Context: an optimization exercise on an open-source flow, tuned for small area. The choices shown serve that exercise and are no tape-out recipe.
Function was checked by simulation only, so behaviour that the tests miss may differ from the original.
Power figures rest on the tool's default switching activity, not on a simulated workload. The flow treats the clock pin as an ideal source, which a real chip does not have.

`flow/config.mk`:
```
export PLATFORM = sky130hd
export DESIGN_NAME = sinc_dec_channel
export DESIGN_NICKNAME = sinc_dec_channel
export VERILOG_FILES = /design/flow/design.v
export SDC_FILE = /design/flow/constraint.sdc
export NUM_CORES = 4
export LEC_CHECK = 0
export CAP_MARGIN = 20
export CORE_MARGIN = 2
export CORE_UTILIZATION = 60
export SLEW_MARGIN = 20
```
`flow/constraint.sdc`:
```
create_clock -name core_clock -period 10.0 [get_ports {clk}]
set_input_delay 2.0000 -clock core_clock [delete_from_list [all_inputs] [get_ports {clk}]]
set_output_delay 2.0000 -clock core_clock [all_outputs]
set_load 0.01 [all_outputs]
```
`flow/design.v`:
```
module sinc_dec_channel (
    input  wire        clk,
    input  wire        rst,         
    input  wire        restart,     
    input  wire        sinc4,       
    input  wire [10:0] osr,         
    input  wire [15:0] ofs,         
    input  wire [15:0] gain,        
    input  wire        md_valid,    
    input  wire        md_bit,      
    output reg         out_valid,
    output wire [15:0] out_value,
    output wire        out_ok,      
    output wire [3:0]  out_settle,
    output wire        out_clip,
    output wire [3:0]  out_seq
);
    function [6:0] add6(input [5:0] a, input [5:0] b, input c);
        integer i;
        reg cc;
        begin
            cc = c;
            for (i = 0; i < 6; i = i + 1) begin
                add6[i] = a[i] ^ b[i] ^ cc;
                cc = (a[i] & b[i]) | (cc & (a[i] ^ b[i]));
            end
            add6[6] = cc;
        end
    endfunction
    function [11:0] add11(input [10:0] a, input [10:0] b, input c);
        integer i;
        reg cc;
        begin
            cc = c;
            for (i = 0; i < 11; i = i + 1) begin
                add11[i] = a[i] ^ b[i] ^ cc;
                cc = (a[i] & b[i]) | (cc & (a[i] ^ b[i]));
            end
            add11[11] = cc;
        end
    endfunction
    function [19:0] add20(input [19:0] a, input [19:0] b, input c);
        integer i;
        reg cc;
        begin
            cc = c;
            for (i = 0; i < 20; i = i + 1) begin
                add20[i] = a[i] ^ b[i] ^ cc;
                cc = (a[i] & b[i]) | (cc & (a[i] ^ b[i]));
            end
        end
    endfunction
    function [22:0] inc23(input [22:0] a, input c1, input c0);
        integer i;
        reg cc;
        begin
            inc23[0] = a[0] ^ c0;
            cc = a[0] & c0;
            inc23[1] = a[1] ^ c1 ^ cc;
            cc = (a[1] & c1) | (cc & (a[1] ^ c1));
            for (i = 2; i < 23; i = i + 1) begin
                inc23[i] = a[i] ^ cc;
                cc = a[i] & cc;
            end
        end
    endfunction
    function [9:0] dec10(input [9:0] a);
        integer i;
        reg bb;
        begin
            bb = 1'b1;
            for (i = 0; i < 10; i = i + 1) begin
                dec10[i] = a[i] ^ bb;
                bb = ~a[i] & bb;
            end
        end
    endfunction
    function [6:0] inc7(input [6:0] a);
        integer i;
        reg cc;
        begin
            cc = 1'b1;
            for (i = 0; i < 7; i = i + 1) begin
                inc7[i] = a[i] ^ cc;
                cc = a[i] & cc;
            end
        end
    endfunction
    wire [9:0]  r_in = osr[10]            ? 10'd0  :
                       (osr[9:4] == 6'd0) ? 10'd16 : osr[9:0];
    reg        active;
    reg        k4;
    reg [9:0]  rm1;          
    reg [2:0]  rc;           
    reg        clr;          
    reg        ld2;          
    reg [9:0]  phase;        
    reg        pend, pbit;   
    reg        busy, cbit, ccap;
    reg [2:0]  settle;
    reg [3:0]  seq;
    wire rc0  = (rc == 3'd0);
    wire rc6  = (rc == 3'd6);
    wire ph0  = (phase == 10'd0);
    wire pick = rc0 & pend;
    wire go   = pick | (busy & ~rc0);
    wire b    = rc0 ? pbit : cbit;
    wire cap  = rc0 ? ph0 : ccap;
    wire gcap = go & cap;
    always @(posedge clk) begin
        rc <= (restart | rc6) ? 3'd0 : rc + 3'd1;
        if (rst)
            active <= 1'b0;
        else if (restart)
            active <= 1'b1;
        if (restart)
            k4  <= sinc4;
        ld2 <= restart;
        if (ld2)
            rm1 <= dec10(phase);
        clr <= restart | (clr & ~rc6);
        if (rst | restart) begin
            pend <= 1'b0;
            busy <= 1'b0;
        end else begin
            if (md_valid & active)
                pend <= 1'b1;
            else if (pick)
                pend <= 1'b0;
            if (pick)
                busy <= 1'b1;
            else if (rc6)
                busy <= 1'b0;
        end
        if (md_valid)
            pbit <= md_bit;
        if (pick) begin
            cbit <= pbit;
            ccap <= ph0;
        end
        if (restart)
            phase <= r_in;
        else if (ld2)
            phase <= 10'd0;
        else if (pick)
            phase <= ph0 ? rm1 : dec10(phase);
    end
    reg [15:0] cofs, cgain;
    always @(posedge clk)
        if (md_valid & ph0) begin
            cofs  <= ofs;
            cgain <= gain;
        end
    reg [41:0] i1, i2, i3, i4, z2, z3, z4, s;
    reg [4:0]  cy;
    reg        cpb, cpc;     
    wire [5:0] xg = ~go ? 6'd0 : b ? {5'd0, rc0} : 6'h3F;
    wire [6:0] a1 = add6(i1[5:0], xg, ~rc0 & cy[0]);
    wire [5:0] g1 = go ? a1[5:0] : 6'd0;
    wire [6:0] a2 = add6(i2[5:0], g1, ~rc0 & cy[1]);
    wire [5:0] g2 = go ? a2[5:0] : 6'd0;
    wire [6:0] a3 = add6(i3[5:0], g2, ~rc0 & cy[2]);
    wire [5:0] g3 = go ? a3[5:0] : 6'd0;
    wire [6:0] a4 = add6(i4[5:0], g3, ~rc0 & cy[3]);
    wire [5:0] d  = k4 ? a4[5:0] : a3[5:0];
    wire       cpa = gcap;
    wire       cpx = cpa | cpb | cpc;
    wire [5:0] cm  = cpa ? d : s[5:0];
    wire [5:0] cz  = cpa ? z2[5:0] : cpb ? z3[5:0] : z4[5:0];
    wire [6:0] cd  = add6(cm, ~cz, rc0 | cy[4]);
    wire [5:0] rd = cpx ? cd[5:0] : s[5:0];
    wire [5:0] sw;           
    wire [41:0] hnext;       
    wire        hmode;
    always @(posedge clk) begin
        cy <= {cd[6], a4[6], a3[6], a2[6], a1[6]};
        if (restart) begin
            cpb <= 1'b0;
            cpc <= 1'b0;
        end else if (rc6) begin
            cpb <= cpa;
            cpc <= cpb & k4;
        end
        i1 <= {clr ? 6'd0 : a1[5:0], i1[41:6]};
        i2 <= {clr ? 6'd0 : a2[5:0], i2[41:6]};
        i3 <= {(clr | (gcap & ~k4)) ? 6'd0 : a3[5:0], i3[41:6]};
        i4 <= {(clr | (gcap & k4)) ? 6'd0 : a4[5:0], i4[41:6]};
        z2 <= {clr ? 6'd0 : cpa ? d      : z2[5:0], z2[41:6]};
        z3 <= {clr ? 6'd0 : cpb ? s[5:0] : z3[5:0], z3[41:6]};
        z4 <= {clr ? 6'd0 : cpc ? s[5:0] : z4[5:0], z4[41:6]};
        s  <= hmode ? hnext : {sw, s[41:6]};
    end
    reg  [6:0] pc;
    reg  [5:0] dbuf;         
    reg  [9:0] r1, r2, r3, r4;
    reg        qr1, qr2, qr3;
    wire start = (k4 ? cpc : cpb) & rc6 & active;
    wire ld    = (pc == 7'd20) | (pc == 7'd26) | (pc == 7'd32) | (pc == 7'd38) |
                 (pc == 7'd44) | (pc == 7'd50);
    wire [10:0] t1 = {r1, dbuf[5]};
    wire [11:0] e1 = add11(t1, ~{1'b0, rm1}, 1'b0);
    wire [10:0] t2 = {r2, qr1};
    wire [11:0] e2 = add11(t2, ~{1'b0, rm1}, 1'b0);
    wire [10:0] t3 = {r3, qr2};
    wire [11:0] e3 = add11(t3, ~{1'b0, rm1}, 1'b0);
    wire [10:0] t4 = {r4, qr3};
    wire [11:0] e4 = add11(t4, ~{1'b0, rm1}, 1'b0);
    wire        q1 = e1[11], q2 = e2[11], q3 = e3[11], q4 = e4[11];
    wire        qo = k4 ? q4 : qr3;
    wire        zfill = start | ld;
    assign      sw    = zfill ? 6'd0 : rd;
    wire        sgn   = rd[5];
    wire [9:0]  rinit = sgn ? rm1 : 10'd0;
    always @(posedge clk) begin
        dbuf <= zfill ? rd : {dbuf[4:0], 1'b0};
        r1  <= start ? rinit : q1 ? e1[9:0] : t1[9:0];
        r2  <= start ? rinit : q2 ? e2[9:0] : t2[9:0];
        r3  <= start ? rinit : q3 ? e3[9:0] : t3[9:0];
        r4  <= start ? rinit : q4 ? e4[9:0] : t4[9:0];
        qr1 <= start ? sgn : q1;
        qr2 <= start ? sgn : q2;
        qr3 <= start ? sgn : q3;
    end
    reg        qd1, qd2;     
    reg        fa, fb;       
    reg        sflag;        
    reg        dneg, dcin;
    reg  [1:0] dmag;
    wire nz1 = (r1 != 10'd0), nz2 = (r2 != 10'd0), nz3 = (r3 != 10'd0);
    wire nz4 = k4 & (r4 != 10'd0);
    wire sticky = sflag | nz4;
    wire w24   = (pc == 7'd60);
    wire w23   = (pc == 7'd61);
    wire w22   = (pc == 7'd62);
    wire wo15  = (pc >= 7'd61) & (pc <= 7'd63);
    wire wofs  = (pc >= 7'd64) & (pc <= 7'd79);
    wire wlast = (pc == 7'd84);
    wire hdig  = (pc >= 7'd61) & (pc <= 7'd84);
    wire obit  = (wofs & cofs[~pc[3:0]]) | (wo15 & cofs[15]);
    wire ysat2 = fa & qd1;
    wire rnd   = wlast & qd1 & (sticky | qd2) & ~ysat2;
    wire ypart = hdig & (fb ? ~w23 : qd2);
    wire [1:0] dsum = {1'b0, ypart} + {1'b0, obit} + {1'b0, rnd};
    wire [1:0] e24  = {1'b0, qd2} + {1'b0, cofs[15]};
    always @(posedge clk) begin
        qd1 <= qo;
        qd2 <= qd1;
        if (w24) begin
            fa <= ~qd2 & ~qd1;
            fb <= ~qd2 & qd1;
        end else if (wlast) begin
            fb <= fb | ysat2;
        end else begin
            fa <= fa & qd1;
        end
        sflag <= (pc == 7'd80) ? 1'b0 :
                 sflag | ((pc == 7'd81) & nz1) | ((pc == 7'd82) & nz2) |
                 ((pc == 7'd83) & nz3);
        if (w24) begin
            dneg <= (e24 != 2'd0);
            dmag <= e24;
            dcin <= (e24 != 2'd0);
        end else begin
            dneg <= 1'b0;
            dmag <= dsum;
            dcin <= w22;
        end
    end
    reg        hx;
    wire [17:0] alo = s[17:0];
    wire [22:0] ahi = s[40:18];
    wire [1:0]  cp  = {hx, s[41]};
    assign hmode = (pc >= 7'd52);
    wire [16:0] gm  = dmag[1] ? {cgain, 1'b0} : dmag[0] ? {1'b0, cgain} : 17'd0;
    wire [16:0] add = dneg ? ~gm : gm;
    wire [19:0] lsum = add20({1'b0, alo, 1'b0}, {3'd0, add}, dcin);
    wire [22:0] thi = inc23(ahi, cp[1], cp[0]);
    assign hnext = {lsum[18], thi[21:0], 1'b0, lsum[17:0]};
    always @(posedge clk)
        hx <= lsum[19];
    always @(posedge clk) begin
        if (rst)
            pc <= 7'd0;
        else if (start)
            pc <= 7'd15;
        else if (pc == 7'd85)
            pc <= 7'd0;
        else if (pc != 7'd0)
            pc <= inc7(pc);
        out_valid <= ~rst & (pc == 7'd85);
        if (rst)
            seq <= 4'd0;
        else if (pc == 7'd85)
            seq <= seq + 4'd1;
        if (restart)
            settle <= sinc4 ? 3'd4 : 3'd3;
        else if (out_valid && settle != 3'd0)
            settle <= settle - 3'd1;
    end
    wire [17:0] qv   = thi[22:5];
    wire        tie  = ({thi[4:0], alo} == 23'd0);
    wire        vhi  = ~qv[17] & (qv[16] | qv[15]);
    wire        vlo  = qv[17] & ~(qv[16] & qv[15]);
    assign out_value  = vhi ? 16'h7FFF : vlo ? 16'h8000 : {qv[15:1], qv[0] & ~tie};
    assign out_clip   = fb | vhi | vlo;
    assign out_settle = {1'b0, settle};
    assign out_ok     = (settle == 3'd0);
    assign out_seq    = seq;
endmodule
```
`flow/standard.sh`:
```
#!/bin/bash
# synth_recipe.tcl (not shown) runs the flow's synth.tcl, then flattens the netlist and writes it again
# the make line also repeats each setting of config.mk as NAME=value (left out here)
make -C /OpenROAD-flow-scripts/flow DESIGN_CONFIG=/design/flow/config.mk WORK_HOME=/design/flow/orfs CLKGATE_MAP_FILE= SYNTH_SCRIPT=/design/flow/synth_recipe.tcl "${@:-finish}"
```
`flow/flow/run.sh`:
```
#!/bin/bash
# Standard ORFS flow, with single-drive port buffers and a leaner clock tree.
bash standard.sh \
  "BUFFER_PORTS_ARGS=-buffer_cell sky130_fd_sc_hd__buf_1" \
  "CTS_ARGS=-sink_clustering_enable -repair_clock_nets -sink_clustering_size 32 -sink_clustering_max_diameter 100 -buf_list sky130_fd_sc_hd__clkbuf_16 -dont_use_dummy_load -root_buf sky130_fd_sc_hd__clkbuf_4" \
  finish > standard_run.log 2>&1
```
==> results.sh, run 1 <==
export IMPL_drtIter0Drc=581
export IMPL_fp_dieArea_sq_um=29900
export IMPL_rrSetupSlack_ns=1.75
export IMPL_postCtsHoldBufs=0
export IMPL_grt_usage_pct=21.1
export IMPL_critPathKind="flip-flop to output pin"
export IMPL_cp_arrival_ns=6.42
export IMPL_yosys_area_top_type_share_pct=49.2
export IMPL_tns_ns=0
export IMPL_fin_crit_sh_pct=84.2
export IMPL_p_leak_uw=0.00735
export IMPL_synth_seq_area_share_pct=59.9
export IMPL_dp_cells=1832
export IMPL_drc=0
export IMPL_area_growth_pct=5.72
export IMPL_place_congestion=0.809
export IMPL_antenna_found_initial=2
export IMPL_synthCells=1429
export IMPL_vias=9637
export IMPL_period_needed_ns=8.42
export IMPL_cts_setup_buffers=0
export IMPL_worst_pin_slew_ns=0.903
export IMPL_synthTopCellsByCount="dfxtp_1, nand2_1, inv_1"
export IMPL_numCtsBuffers=19
export IMPL_rsz0062_at_grt="false"
export IMPL_fmax_mhz=119
export IMPL_max_slew_margin_pct=39.6
export IMPL_h_tree_depth=1
export IMPL_coreArea_sq_um=27900
export IMPL_clock_sinks=481
export IMPL_yosys_warnings=1
export IMPL_dp_hpwl_mm=22.4
export IMPL_synth_most_common_cell="dfxtp_1"
export IMPL_peakVddDrop_uv=177
export IMPL_synth_cell_types=67
export IMPL_die_h_um=173
export IMPL_hold_path_class="flip-flop to flip-flop"
export IMPL_cts_tree="built"
export IMPL_endpoint_kind="output pin"
export IMPL_clockRootBuffer="clkbuf_4"
export IMPL_slowest_delay_ns=0.49
export IMPL_final_cells=1852
export IMPL_clkSlewWorstSetupHoldPaths_ns=0.12
export IMPL_slowest_stage="or3b_2"
export IMPL_syn_avg_cell_area_sq_um=12.0
export IMPL_clk_path_buf_depth=3
export IMPL_synth_edf_count=61
export IMPL_grt_ovfl_total=0
export IMPL_run_status="no timing/DRC/antenna violations"
export IMPL_ctsResizeCount=0
export IMPL_grt_max_degree=59
export IMPL_ys_ff_latch=481
export IMPL_netlist_top_cells_area="dfxtp_1, edfxtp_1, fa_1, ha_1, nand2_1"
export IMPL_drt_first_pass_iters=5
export IMPL_wl_per_cell_um=16.8
export IMPL_path_buf_inv=3
export IMPL_slew_viol_final=0
export IMPL_rows=61
export IMPL_grt_pass1_wl_mm=51.1
export IMPL_setup_violations_final=0
export IMPL_ios=76
export IMPL_final_antenna_net_count=0
export IMPL_final_hold_viol_count=0
export IMPL_cpMostUsedCell="ha_1"
export IMPL_syn_nets=1614
export IMPL_drive_gt1_share_pct=4.01
export IMPL_routed_wl_mm=31.1
export IMPL_powerDensity_nw_per_um2=215
export IMPL_cap_violations=0
export IMPL_fp_dieW_um=173
export IMPL_cp_max_fo=16
export IMPL_skew_ns=0.0556
export IMPL_grt_pass1_vias=9724
export IMPL_cp_required_ns=8.00
export IMPL_routed_via_density=5.20
export IMPL_async_flop_share_pct=0
export IMPL_cp_top_family="adder cells"
export IMPL_insertion_delay_ns=0.76
export IMPL_num_nets_final=1660
export IMPL_start_util_pct=61.2
export IMPL_ys_flop_type="dfxtp_1"
export IMPL_start_kind="flip-flop"
export IMPL_port_buffers=74
export IMPL_synth_area_leader_cell="dfxtp_1"
export IMPL_syn_area_sq_um=17100
[registers in the layout, indices dropped and copies added, names as in the netlist, 16 cells and up]
| signal | count |
|---|---|
| i1 | 42 |
| z3 | 42 |
| cgain | 16 |
| i4 | 42 |
| z4 | 42 |
| cofs | 16 |
| i3 | 42 |
| i2 | 42 |
| z2 | 42 |
| s | 42 |
[power by group]
part / switching (uW) / total (uW) / internal [uW]
registers: 140 / 2250 / 2110
logic: 420 / 803 / 383
clock network: 530 / 828 / 298
[metal layers]
metal  GRT usage (%)  share of wire, %  vias to the layer above
li1                -                 -                     4794
met1            31.1                50                     4670
met4            4.38               1.9                        0
met5               0                 0                        -
met2            33.9                45                      139
met3            2.75               3.2                       34
[cell type report]
type / instances / area [sq um]
Fill cell: 2242 / 9850
Clock buffer: 19 / 423
Timing Repair Buffer: 83 / 345
Sequential cell: 481 / 10200
Inverter: 116 / 435
Antenna cell: 1 / 2.50
Tap cell: 378 / 473
Multi-Input combinational cell: 774 / 6160
[stage by stage]
step                      setup slack (ns)  total power (uW)  util (%)  hold WS, ns  area, sq um
after floorplan                       2.07              2890         -        0.310        17100
after global placement                1.98              3060      63.2        0.310        17700
after detailed placement              1.82              3100      63.2        0.312        17700
after CTS                             1.32              3920      64.7        0.297        18100
after global routing                  1.16              4130      64.7        0.302        18100
final                                 1.58              3890      64.7        0.295        18100
[kinds of logic after synthesis]
logic type / Yosys count / share of synthesized area (%)
xor gates and xnor gates: 24 / 1.23
and+or+nand+nor: 347 / 9.46
buffers and inverters: 174 / 4.19
DFF: 481 / 59.9
adders and majority gates: 136 / 13.6
muxes: 45 / 3.10
AOI/OAI and AO/OA: 221 / 8.49
other: 1 / 0.0219
[layout by cell type, fill, tap and decap left out, types with 11 or more instances in the layout]
cell type / n
a21o_1: 18
a21oi_1: 63
a22o_1: 29
a22oi_1: 15
a31oi_1: 11
and2_1: 16
buf_1: 74
clkbuf_16: 16
dfxtp_1: 420
edfxtp_1: 61
fa_1: 84
ha_1: 52
inv_1: 116
mux2i_1: 35
nand2_1: 151
nor2_1: 88
nor2b_1: 24
o21ai_0: 45
xor2_1: 20
[path summary, 6_finish.rpt]
kind,start,to,cells past startpoint
setup / recovery,s[18],out_clip,28
hold reg to reg,i1[21],i1[15],0
hold / removal,i1[21],i1[15],0
setup reg to reg,dmag[1],s[41],29
==> run 2, diff against run 1 <==
--- a/flow/design.v
+++ b/flow/design.v
@@ -166,7 +166,8 @@
     wire       cpa = gcap;
     wire       cpx = cpa | cpb | cpc;
     wire [5:0] cm  = cpa ? d : s[5:0];
-    wire [5:0] cz  = cpa ? z2[5:0] : cpb ? z3[5:0] : z4[5:0];
+    wire       fz  = k4 ? (settle == 3'd4) : (settle == 3'd3);
+    wire [5:0] cz  = fz ? 6'd0 : cpa ? z2[5:0] : cpb ? z3[5:0] : z4[5:0];
     wire [6:0] cd  = add6(cm, ~cz, rc0 | cy[4]);
     wire [5:0] rd = cpx ? cd[5:0] : s[5:0];
     wire [5:0] sw;           
@@ -185,9 +186,9 @@
         i2 <= {clr ? 6'd0 : a2[5:0], i2[41:6]};
         i3 <= {(clr | (gcap & ~k4)) ? 6'd0 : a3[5:0], i3[41:6]};
         i4 <= {(clr | (gcap & k4)) ? 6'd0 : a4[5:0], i4[41:6]};
-        z2 <= {clr ? 6'd0 : cpa ? d      : z2[5:0], z2[41:6]};
-        z3 <= {clr ? 6'd0 : cpb ? s[5:0] : z3[5:0], z3[41:6]};
-        z4 <= {clr ? 6'd0 : cpc ? s[5:0] : z4[5:0], z4[41:6]};
+        z2 <= {cpa ? d      : z2[5:0], z2[41:6]};
+        z3 <= {cpb ? s[5:0] : z3[5:0], z3[41:6]};
+        z4 <= {cpc ? s[5:0] : z4[5:0], z4[41:6]};
         s  <= hmode ? hnext : {sw, s[41:6]};
     end
     reg  [6:0] pc;
--- a/flow/config.mk
+++ b/flow/config.mk
@@ -7,5 +7,6 @@
 export LEC_CHECK = 0
 export CAP_MARGIN = 20
 export CORE_MARGIN = 2
-export CORE_UTILIZATION = 60
+export CORE_UTILIZATION = 75
+export PLACE_DENSITY = 0.85
 export SLEW_MARGIN = 20
==> run 2 against run 1 <==
Sequential power about the same. Clock-buffer cell count unchanged. First-iteration DRC count rose by 8.3%. Still clean. Critical path type is now flip-flop to flip-flop. Global-route usage is 5.0 points higher. Critical path depth is the same. Non-clock buffer count fell by 3.
==> results.sh, run 2 <==
export IMPL_yosys_area_top_type_share_pct=49.6
export IMPL_slowest_delay_ns=0.80
export IMPL_cts_tree="built"
export IMPL_place_ws_ns=1.36
export IMPL_drc=0
export IMPL_cpMostUsedCell="fa_1"
export IMPL_grt_pass1_vias=9854
export IMPL_area_growth_pct=5.10
export IMPL_ys_ff_latch=481
export IMPL_synthCells=1364
export IMPL_syn_nets=1549
export IMPL_fp_dieW_um=154
export IMPL_synth_seq_area_share_pct=60.3
export IMPL_num_nets_final=1594
export IMPL_cp_top_family="adder cells"
export IMPL_final_cells=1693
export IMPL_fin_crit_sh_pct=87.1
export IMPL_hold_path_class="flip-flop to flip-flop"
export IMPL_fin_ws_ns=1.29
export IMPL_wl_per_cell_um=17.9
export IMPL_ys_flop_type="dfxtp_1"
export IMPL_coreArea_sq_um=22400
export IMPL_drive_gt1_share_pct=5.76
export IMPL_final_cell_mix="dfxtp_1, inv_1, nor2_1"
export IMPL_cts_setup_buffers=0
export IMPL_rows=55
export IMPL_fmax_mhz=115
export IMPL_clkSlewWorstSetupHoldPaths_ns=0.12
export IMPL_path_buf_inv=4
export IMPL_clk_path_buf_depth=3
export IMPL_antenna_found_initial=1
export IMPL_ctsResizeCount=0
export IMPL_cp_max_fo=18
export IMPL_period_needed_ns=8.71
export IMPL_syn_avg_cell_area_sq_um=12.4
export IMPL_whs_ns=0.287
export IMPL_skew_ns=0.123
export IMPL_dp_hpwl_mm=21.6
export IMPL_ios=76
export IMPL_dp_cells=1673
export IMPL_yosys_warnings=1
export IMPL_final_hold_viol_count=0
export IMPL_netlist_top_cells_area="dfxtp_1, edfxtp_1, fa_1, ha_1, inv_1"
export IMPL_rsz0062_at_grt="false"
export IMPL_grt_pass1_wl_mm=49.8
export IMPL_cap_violations=0
export IMPL_start_util_pct=75.6
export IMPL_final_common_cell="dfxtp_1"
export IMPL_drtIter0Drc=629
export IMPL_h_tree_depth=1
export IMPL_totalPowerFinal_uw=3810
export IMPL_endpoint_kind="flip-flop"
export IMPL_start_kind="flip-flop"
export IMPL_tns_ns=0
export IMPL_final_antenna_net_count=0
export IMPL_cp_arrival_ns=9.31
export IMPL_slowest_stage="nor2b_1"
export IMPL_vias=9600
export IMPL_clock_sinks=481
export IMPL_synth_area_leader_cell="dfxtp_1"
export IMPL_slew_viol_final=0
export IMPL_fp_dieArea_sq_um=23800
export IMPL_async_flop_share_pct=0
export IMPL_synthTopCellsByCount="dfxtp_1, inv_1, nor2_1"
export IMPL_setup_violations_final=0
export IMPL_synth_edf_count=61
export IMPL_cp_required_ns=10.60
export IMPL_max_slew_margin_pct=30.3
export IMPL_routed_via_density=5.67
export IMPL_powerDensity_nw_per_um2=214
export IMPL_numCtsBuffers=19
export IMPL_critPathKind="flip-flop to flip-flop"
export IMPL_syn_area_sq_um=17000
export IMPL_port_buffers=74
export IMPL_drt_first_pass_iters=5
export IMPL_routed_wl_mm=30.3
export IMPL_grt_max_degree=62
export IMPL_worst_pin_slew_ns=1.05
export IMPL_grt_usage_pct=26.2
export IMPL_place_congestion=0.836
export IMPL_synth_most_common_cell="dfxtp_1"
export IMPL_die_h_um=154
export IMPL_synth_cell_types=58
export IMPL_grt_ovfl_total=0
export IMPL_insertion_delay_ns=0.77
export IMPL_postCtsHoldBufs=0
export IMPL_peakVddDrop_uv=218
export IMPL_p_leak_uw=0.00751
export IMPL_clockRootBuffer="clkbuf_4"
export IMPL_run_status="no timing/DRC/antenna violations"
run 2: area by class of cell:
type,instances,area [sq um]
multi-input cells,713,6060
diodes,1,2.50
flip-flops and latches,481,10200
clock buffers,19,423
repair buffers,80,323
well taps,285,357
fillers,1309,4600
inverters,114,428
run 2: cell families after synthesis:
logic type / count (synthesis) / synth area share (%)
flip-flops: 481 / 60.3
AND/OR/NAND/NOR: 266 / 7.66
AO/OA/AOI/OAI: 216 / 8.32
buffers and inverters: 170 / 4.00
adder cells (fa/ha/maj): 136 / 13.7
multiplexers: 69 / 4.62
XOR/XNOR: 25 / 1.29
other: 1 / 0.0221
run 2: final timing paths:
| kind | start | endpoint | slack (ns) | depth (start not counted) |
|---|---|---|---|---|
| max | dmag[1] | s[41] | 1.29 | 28 |
| min | z4[11] | z4[5] | 0.29 | 0 |
| max reg2reg | dmag[1] | s[41] | 1.29 | 28 |
| min reg2reg | z4[11] | z4[5] | 0.29 | 0 |
run 2: worst register-to-register path: cells and delay by family, from the launching register on:
family / cells / cell delay (ns)
buf+inv: 4 / 0.24
compound gates: 1 / 0.08
flops: 1 / 0.50
simple gates: 3 / 1.02
xor+xnor: 1 / 0.19
fa+ha+maj: 19 / 6.57
run 2: power breakdown:
group,leakage [uW],internal (uW),total (uW),switching (uW)
sequential,0.00399,2100,2230,130
clock,0.000211,298,826,528
combinational,0.00331,370,750,380
total,0.00751,2770,3810,1040
run 2: through the flow:
| stage | util [%] | instance area [sq um] |
|---|---|---|
| 6_report | 79.5 | 17800 |
| 3_5_place_dp | 77.6 | 17400 |
| 4_1_cts | 79.5 | 17800 |
| 2_1_floorplan | - | 17000 |
| 3_3_place_gp | 77.6 | 17400 |
| 5_1_grt | 79.5 | 17800 |
run 2: routing by layer:
layer	global-route usage, %	wire length (um)	vias up
met2	43.9	14800	275
met1	37.4	13400	4652
met4	6.79	760	0
li1	-	-	4616
met5	0	0	-
met3	2.58	1270	57
==> run 3, diff against run 2 <==
--- a/flow/config.mk
+++ b/flow/config.mk
@@ -7,6 +7,5 @@
 export LEC_CHECK = 0
 export CAP_MARGIN = 20
 export CORE_MARGIN = 2
-export CORE_UTILIZATION = 75
-export PLACE_DENSITY = 0.85
+export CORE_UTILIZATION = 60
 export SLEW_MARGIN = 20
==> run 3 against run 2 <==
Still clean on timing, DRC and antenna. Core utilization down 15 points. Register-to-register slack about the same. Hold slack improved by 0.031 ns. Largest power group unchanged.
==> results.sh, run 3 <==
export IMPL_drtIter0Drc=516
export IMPL_rows=61
export IMPL_synth_area_leader_cell="dfxtp_1"
export IMPL_drc=0
export IMPL_synthCells=1364
export IMPL_synth_seq_area_share_pct=60.3
export IMPL_power_frac_seq_pct=58.8
export IMPL_ys_ff_latch=481
export IMPL_setup_violations_final=0
export IMPL_slew_viol_final=0
export IMPL_slowest_delay_ns=0.79
export IMPL_fin_crit_sh_pct=87.2
export IMPL_run_status="no timing/DRC/antenna violations"
export IMPL_async_flop_share_pct=0
export IMPL_dp_cells=1767
export IMPL_p_int_uw=2770
export IMPL_cpMostUsedCell="fa_1"
export IMPL_powerDensity_nw_per_um2=211
export IMPL_clock_sinks=481
export IMPL_syn_nets=1549
export IMPL_yosys_warnings=1
export IMPL_synth_compound_area_share_pct=8.32
export IMPL_worst_r2r_path_depth=28
export IMPL_peakVddDrop_uv=180
export IMPL_coreArea_sq_um=27800
export IMPL_final_common_cell="dfxtp_1"
export IMPL_nFillCells=2240
export IMPL_fin_util_pct=64.6
export IMPL_postCtsHoldBufs=0
export IMPL_grt_pass1_wl_mm=48.4
export IMPL_slowest_stage="nor2b_1"
export IMPL_stdcell_area_sq_um=18000
export IMPL_skew_ns=0.0521
export IMPL_cp_max_fo=18
export IMPL_syn_area_sq_um=17000
export IMPL_ios=76
export IMPL_syn_avg_cell_area_sq_um=12.4
export IMPL_ctsResizeCount=0
export IMPL_dp_hpwl_mm=21.3
export IMPL_cts_setup_buffers=0
export IMPL_die_h_um=172
export IMPL_synthMuxAreaShare_pct=4.62
export IMPL_cp_required_ns=10.61
export IMPL_power_share_clock_pct=21.9
export IMPL_drt_first_pass_iters=5
export IMPL_synthSimpleGateAreaFrac_pct=7.66
export IMPL_final_cell_mix="dfxtp_1, inv_1, nor2_1"
export IMPL_regToRegEndpoint="s[41]"
export IMPL_worst_pin_slew_ns=0.993
export IMPL_synth_edf_count=61
export IMPL_antenna_found_initial=1
export IMPL_fp_dieArea_sq_um=29600
export IMPL_routed_via_density=5.19
export IMPL_grt_usage_pct=20.9
export IMPL_yosys_area_share_adder_pct=13.7
export IMPL_place_ws_ns=1.43
export IMPL_final_cells=1787
export IMPL_final_hold_viol_count=0
export IMPL_grt_pass1_vias=9192
export IMPL_hold_depth=0
export IMPL_start_util_pct=61.1
export IMPL_final_antenna_net_count=0
export IMPL_netlist_top_cells_area="dfxtp_1, edfxtp_1, fa_1, ha_1, inv_1"
export IMPL_fmax_mhz=115
export IMPL_yosys_area_top_type_share_pct=49.6
export IMPL_reg2reg_from="dmag[1]"
export IMPL_synth_xor_area_share_pct=1.29
export IMPL_p_leak_uw=0.00752
export IMPL_regArea_sq_um=10200
export IMPL_max_slew_margin_pct=33.6
export IMPL_num_nets_final=1595
export IMPL_swShare_pct=27.1
export IMPL_h_tree_depth=1
export IMPL_p_switching_uw=1030
export IMPL_multi_input_area_sq_um=6060
export IMPL_wl_per_cell_um=16.6
export IMPL_rsz0062_at_grt="false"
export IMPL_synth_top_family_by_area="adder cells"
export IMPL_rrSetupSlack_ns=1.28
export IMPL_power_frac_comb_pct=19.3
export IMPL_period_needed_ns=8.72
export IMPL_cap_violations=0
export IMPL_synth_cell_types=58
export IMPL_tns_ns=0
export IMPL_synthTopCellsByCount="dfxtp_1, inv_1, nor2_1"
export IMPL_clkSlewWorstSetupHoldPaths_ns=0.12
export IMPL_hold_path_class="flip-flop to flip-flop"
export IMPL_postPlaceCellArea_sq_um=17500
export IMPL_fin_ws_ns=1.28
export IMPL_port_buffers=74
export IMPL_numCtsBuffers=19
export IMPL_clk_path_buf_depth=3
export IMPL_fp_dieW_um=172
export IMPL_insertion_delay_ns=0.76
export IMPL_cp_arrival_ns=9.33
export IMPL_hold_end="i4[23]"
export IMPL_grt_ovfl_total=0
export IMPL_synth_most_common_cell="dfxtp_1"
export IMPL_area_growth_pct=5.83
export IMPL_endpoint_kind="flip-flop"
export IMPL_clockRootBuffer="clkbuf_4"
export IMPL_hp_start="i4[29]"
export IMPL_routed_wl_mm=29.7
export IMPL_grt_max_degree=62
export IMPL_drive_gt1_share_pct=5.82
export IMPL_cts_tree="built"
export IMPL_place_congestion=0.793
export IMPL_start_kind="flip-flop"
export IMPL_critPathKind="flip-flop to flip-flop"
export IMPL_vias=9275
export IMPL_ys_flop_type="dfxtp_1"
[run 3: cell families after synthesis]
family          count (synthesis)
flops                         481
simple gates                  266
compound gates                216
buf+inv                       170
fa+ha+maj                     136
mux                            69
xor+xnor                       25
other cells                     1
[run 3: metal layers]
| layer | global-route usage [%] | share of wire (%) | wire [um] |
|---|---|---|---|
| met1 | 31.1 | 49 | 14600 |
| met2 | 33.3 | 46 | 13500 |
| met3 | 2.43 | 3.3 | 995 |
| met4 | 4.35 | 2.1 | 614 |
| met5 | 0 | 0 | 0 |
[run 3: final cells by class]
cell class | count | area share, %
clock buffers | 19 | 2.35
diodes | 1 | 0.0139
repair buffers | 81 | 1.84
multi-input cells | 713 | 33.8
well taps | 378 | 2.63
inverters | 114 | 2.38
flip-flops and latches | 481 | 57.0
[run 3: stage by stage]
| step | total power (uW) | hold slack (ns) |
|---|---|---|
| finish | 3800 | 0.318 |
| floorplan | 2840 | 0.310 |
| global placement | 2980 | 0.310 |
| global route | 4040 | 0.317 |
| CTS | 3840 | 0.300 |
| detailed placement | 3020 | 0.312 |
[run 3: critical path, delay by kind of cell, from the launching register on]
family	cells	cell delay [ns]
simple gates	3	1.00
flops	1	0.50
xor+xnor	1	0.21
compound gates	1	0.08
buf+inv	4	0.23
fa+ha+maj	19	6.57
[run 3: worst max path at each step]
stage	startpoint	to	slack [ns]	cells after the start
global route	dmag[1]	s[41]	0.90	28
global placement	dmag[1]	s[41]	1.58	28
floorplan	dneg	s[17]	2.05	26
CTS	s[41]	out_value[0]	1.33	29
detailed placement	dmag[1]	s[41]	1.43	28
finish	dmag[1]	s[41]	1.28	28
[run 3: power groups by stage]
| stage | Clock (uW) | Sequential (uW) | Combinational, uW |
|---|---|---|---|
| floorplan | 0 | 2230 | 608 |
| global placement | 0 | 2280 | 700 |
| detailed placement | 0 | 2280 | 739 |
| CTS | 865 | 2230 | 744 |
| global route | 922 | 2260 | 865 |
| finish | 831 | 2230 | 733 |
==> run 4, diff against run 3 <==
==> flow/flow/run.sh (replaced) <==
#!/bin/bash
# Standard ORFS flow, with single-drive port buffers and a leaner clock tree.
bash standard.sh \
  "BUFFER_PORTS_ARGS=-buffer_cell sky130_fd_sc_hd__buf_1" \
  "CTS_ARGS=-sink_clustering_enable -repair_clock_nets -sink_clustering_size 28 -sink_clustering_max_diameter 100 -buf_list sky130_fd_sc_hd__clkbuf_16 -dont_use_dummy_load -root_buf sky130_fd_sc_hd__clkbuf_4" \
  finish > standard_run.log 2>&1
==> run 4 against run 3 <==
Largest power group unchanged. Clock power rose by 5.2%. Wire length rose by 0.60%. Global-route usage barely moved. Sequential cell count did not move. Register-to-register slack improved by 0.08 ns. Highest routed layer is now met5. Fmax rose by 0.88%.
==> results.sh, run 4 <==
export IMPL_path_buf_inv=4
export IMPL_start_kind="flip-flop"
export IMPL_syn_nets=1549
export IMPL_cts_tree="built"
export IMPL_fp_dieArea_sq_um=29600
export IMPL_cp_arrival_ns=9.28
export IMPL_final_cell_mix="dfxtp_1, inv_1, nor2_1"
export IMPL_cp_top_family="adder cells"
export IMPL_port_buffers=74
export IMPL_num_nets_final=1597
export IMPL_grt_pass1_wl_mm=48.4
export IMPL_drt_first_pass_iters=5
export IMPL_clock_sinks=481
export IMPL_yosys_area_top_type_share_pct=49.6
export IMPL_peakVddDrop_uv=186
export IMPL_clk_path_buf_depth=3
export IMPL_powerDensity_nw_per_um2=213
export IMPL_synthCells=1364
export IMPL_worstSetupPathDepth=28
export IMPL_postCtsHoldBufs=0
export IMPL_rows=61
export IMPL_grt_pass1_vias=9164
export IMPL_critPathKind="flip-flop to flip-flop"
export IMPL_slowest_stage="nor2b_1"
export IMPL_syn_area_sq_um=17000
export IMPL_drive_gt1_share_pct=5.96
export IMPL_worst_r2r_path_depth=28
export IMPL_synth_edf_count=61
export IMPL_place_ws_ns=1.43
export IMPL_synth_most_common_cell="dfxtp_1"
export IMPL_clkSlewWorstSetupHoldPaths_ns=0.11
export IMPL_cp_required_ns=10.64
export IMPL_worst_pin_slew_ns=1.00
export IMPL_grt_max_degree=62
export IMPL_max_slew_margin_pct=33.2
export IMPL_cap_violations=0
export IMPL_run_status="no timing/DRC/antenna violations"
export IMPL_ios=76
export IMPL_coreArea_sq_um=27800
export IMPL_ys_flop_type="dfxtp_1"
export IMPL_yosys_warnings=1
export IMPL_tns_ns=0
export IMPL_dp_hpwl_mm=21.3
export IMPL_final_common_cell="dfxtp_1"
export IMPL_fin_crit_sh_pct=86.4
export IMPL_whs_ns=0.304
export IMPL_die_h_um=172
export IMPL_clockRootBuffer="clkbuf_4"
export IMPL_place_congestion=0.793
export IMPL_numCtsBuffers=21
export IMPL_final_antenna_net_count=0
export IMPL_routed_wl_mm=29.9
export IMPL_totalPowerFinal_uw=3840
export IMPL_synth_area_leader_cell="dfxtp_1"
export IMPL_cp_max_fo=18
export IMPL_slew_viol_final=0
export IMPL_syn_avg_cell_area_sq_um=12.4
export IMPL_h_tree_depth=1
export IMPL_cpMostUsedCell="fa_1"
export IMPL_hold_depth=0
export IMPL_grt_usage_pct=20.9
export IMPL_endpoint_kind="flip-flop"
export IMPL_area_growth_pct=6.13
export IMPL_fin_util_pct=64.8
export IMPL_rsz0062_at_grt="false"
export IMPL_drc=0
export IMPL_async_flop_share_pct=0
export IMPL_routed_via_density=5.19
export IMPL_drtIter0Drc=509
export IMPL_synth_seq_area_share_pct=60.3
export IMPL_start_util_pct=61.1
export IMPL_insertion_delay_ns=0.79
export IMPL_ys_ff_latch=481
export IMPL_skew_ns=0.0689
export IMPL_setup_violations_final=0
export IMPL_p_leak_uw=0.00754
export IMPL_slowest_delay_ns=0.78
export IMPL_period_needed_ns=8.64
export IMPL_synth_cell_types=58
export IMPL_netlist_top_cells_area="dfxtp_1, edfxtp_1, fa_1, ha_1, inv_1"
export IMPL_vias=9289
export IMPL_cts_setup_buffers=0
export IMPL_wl_per_cell_um=16.7
export IMPL_synthTopCellsByCount="dfxtp_1, inv_1, nor2_1"
export IMPL_grt_ovfl_total=0
export IMPL_fmax_mhz=116
export IMPL_hold_path_class="flip-flop to flip-flop"
export IMPL_fp_dieW_um=172
export IMPL_fin_ws_ns=1.36
export IMPL_final_hold_viol_count=0
export IMPL_antenna_found_initial=2
export IMPL_ctsResizeCount=0
## run 4: final timing paths
kind,start,endpoint,slack (ns)
hold / removal,z2[10],z2[4],0.30
setup / recovery,dmag[1],s[41],1.36
hold reg to reg,z2[10],z2[4],0.30
setup reg to reg,dmag[1],s[41],1.36
## run 4: cells by family after synthesis
family,synth area share [%]
flops,60.3
mux,4.62
compound gates,8.32
other cells,0.0221
fa+ha+maj,13.7
buf+inv,4.00
xor+xnor,1.29
simple gates,7.66
## run 4: through the flow
step	cells	cell area (sq um)
2_1_floorplan	1364	17000
3_3_place_gp	1767	17500
3_5_place_dp	1767	17500
4_1_cts	1788	18000
5_1_grt	1789	18000
6_report	1789	18000
## run 4: power by group
part	total, uW	leakage [uW]	switching [uW]	internal (uW)
clock	874	0.000236	543	331
combinational	733	0.00331	366	367
sequential	2230	0.00399	129	2100
## run 4: cell type report
class	instances	area, sq um
clock buffers	21	473
flip-flops and latches	481	10200
well taps	378	473
multi-input cells	713	6060
repair buffers	81	330
diodes	1	2.50
inverters	114	428
fillers	2248	9770
## run 4: routing by layer
| metal | track usage, % | wire length [um] | vias up |
|---|---|---|---|
| li1 | - | - | 4619 |
| met1 | 31.0 | 14700 | 4506 |
| met2 | 33.3 | 13600 | 127 |
| met3 | 2.47 | 990 | 35 |
| met4 | 4.75 | 566 | 2 |
| met5 | 0 | 13 | - |
## run 4: worst register-to-register path, delay by kind of cell (launching register included)
| family | cells | cell delay [ns] |
|---|---|---|
| xor gates and xnor gates | 1 | 0.18 |
| and+or+nand+nor | 3 | 0.99 |
| adders and majority gates | 19 | 6.57 |
| DFF | 1 | 0.49 |
| buffers and inverters | 4 | 0.23 |
| AOI/OAI and AO/OA | 1 | 0.08 |

re-timing with driven ports:
No port has a modelled driver above. Below, the same layouts with a new extraction and two added sets of constraints. Step 1, drivers: a clkbuf_16 drives clk and a buf_2 each remaining input, both assumed. Step 2 moves the port delays by t, midway between the first and last clock arrival at a register: inputs arrive t later, outputs are due t later. That takes back most of the time a late clock gives input paths. Three values: ideal ports, drivers, drivers and shift; two values: the first two.
run | t (ns) | slack for setup (ns) | worst data-port slew with drivers (ns)
run 1 | 0.774 | 1.577 / 1.534 / 1.749 | 0.07
run 2 | 0.750 | 1.292 / 1.292 / 1.292 | 0.06
run 3 | 0.781 | 1.279 / 1.279 / 1.279 | 0.07
run 4 | 0.796 | 1.355 / 1.333 / 1.355 | 0.07
After both steps setup and hold are still met in every run listed.
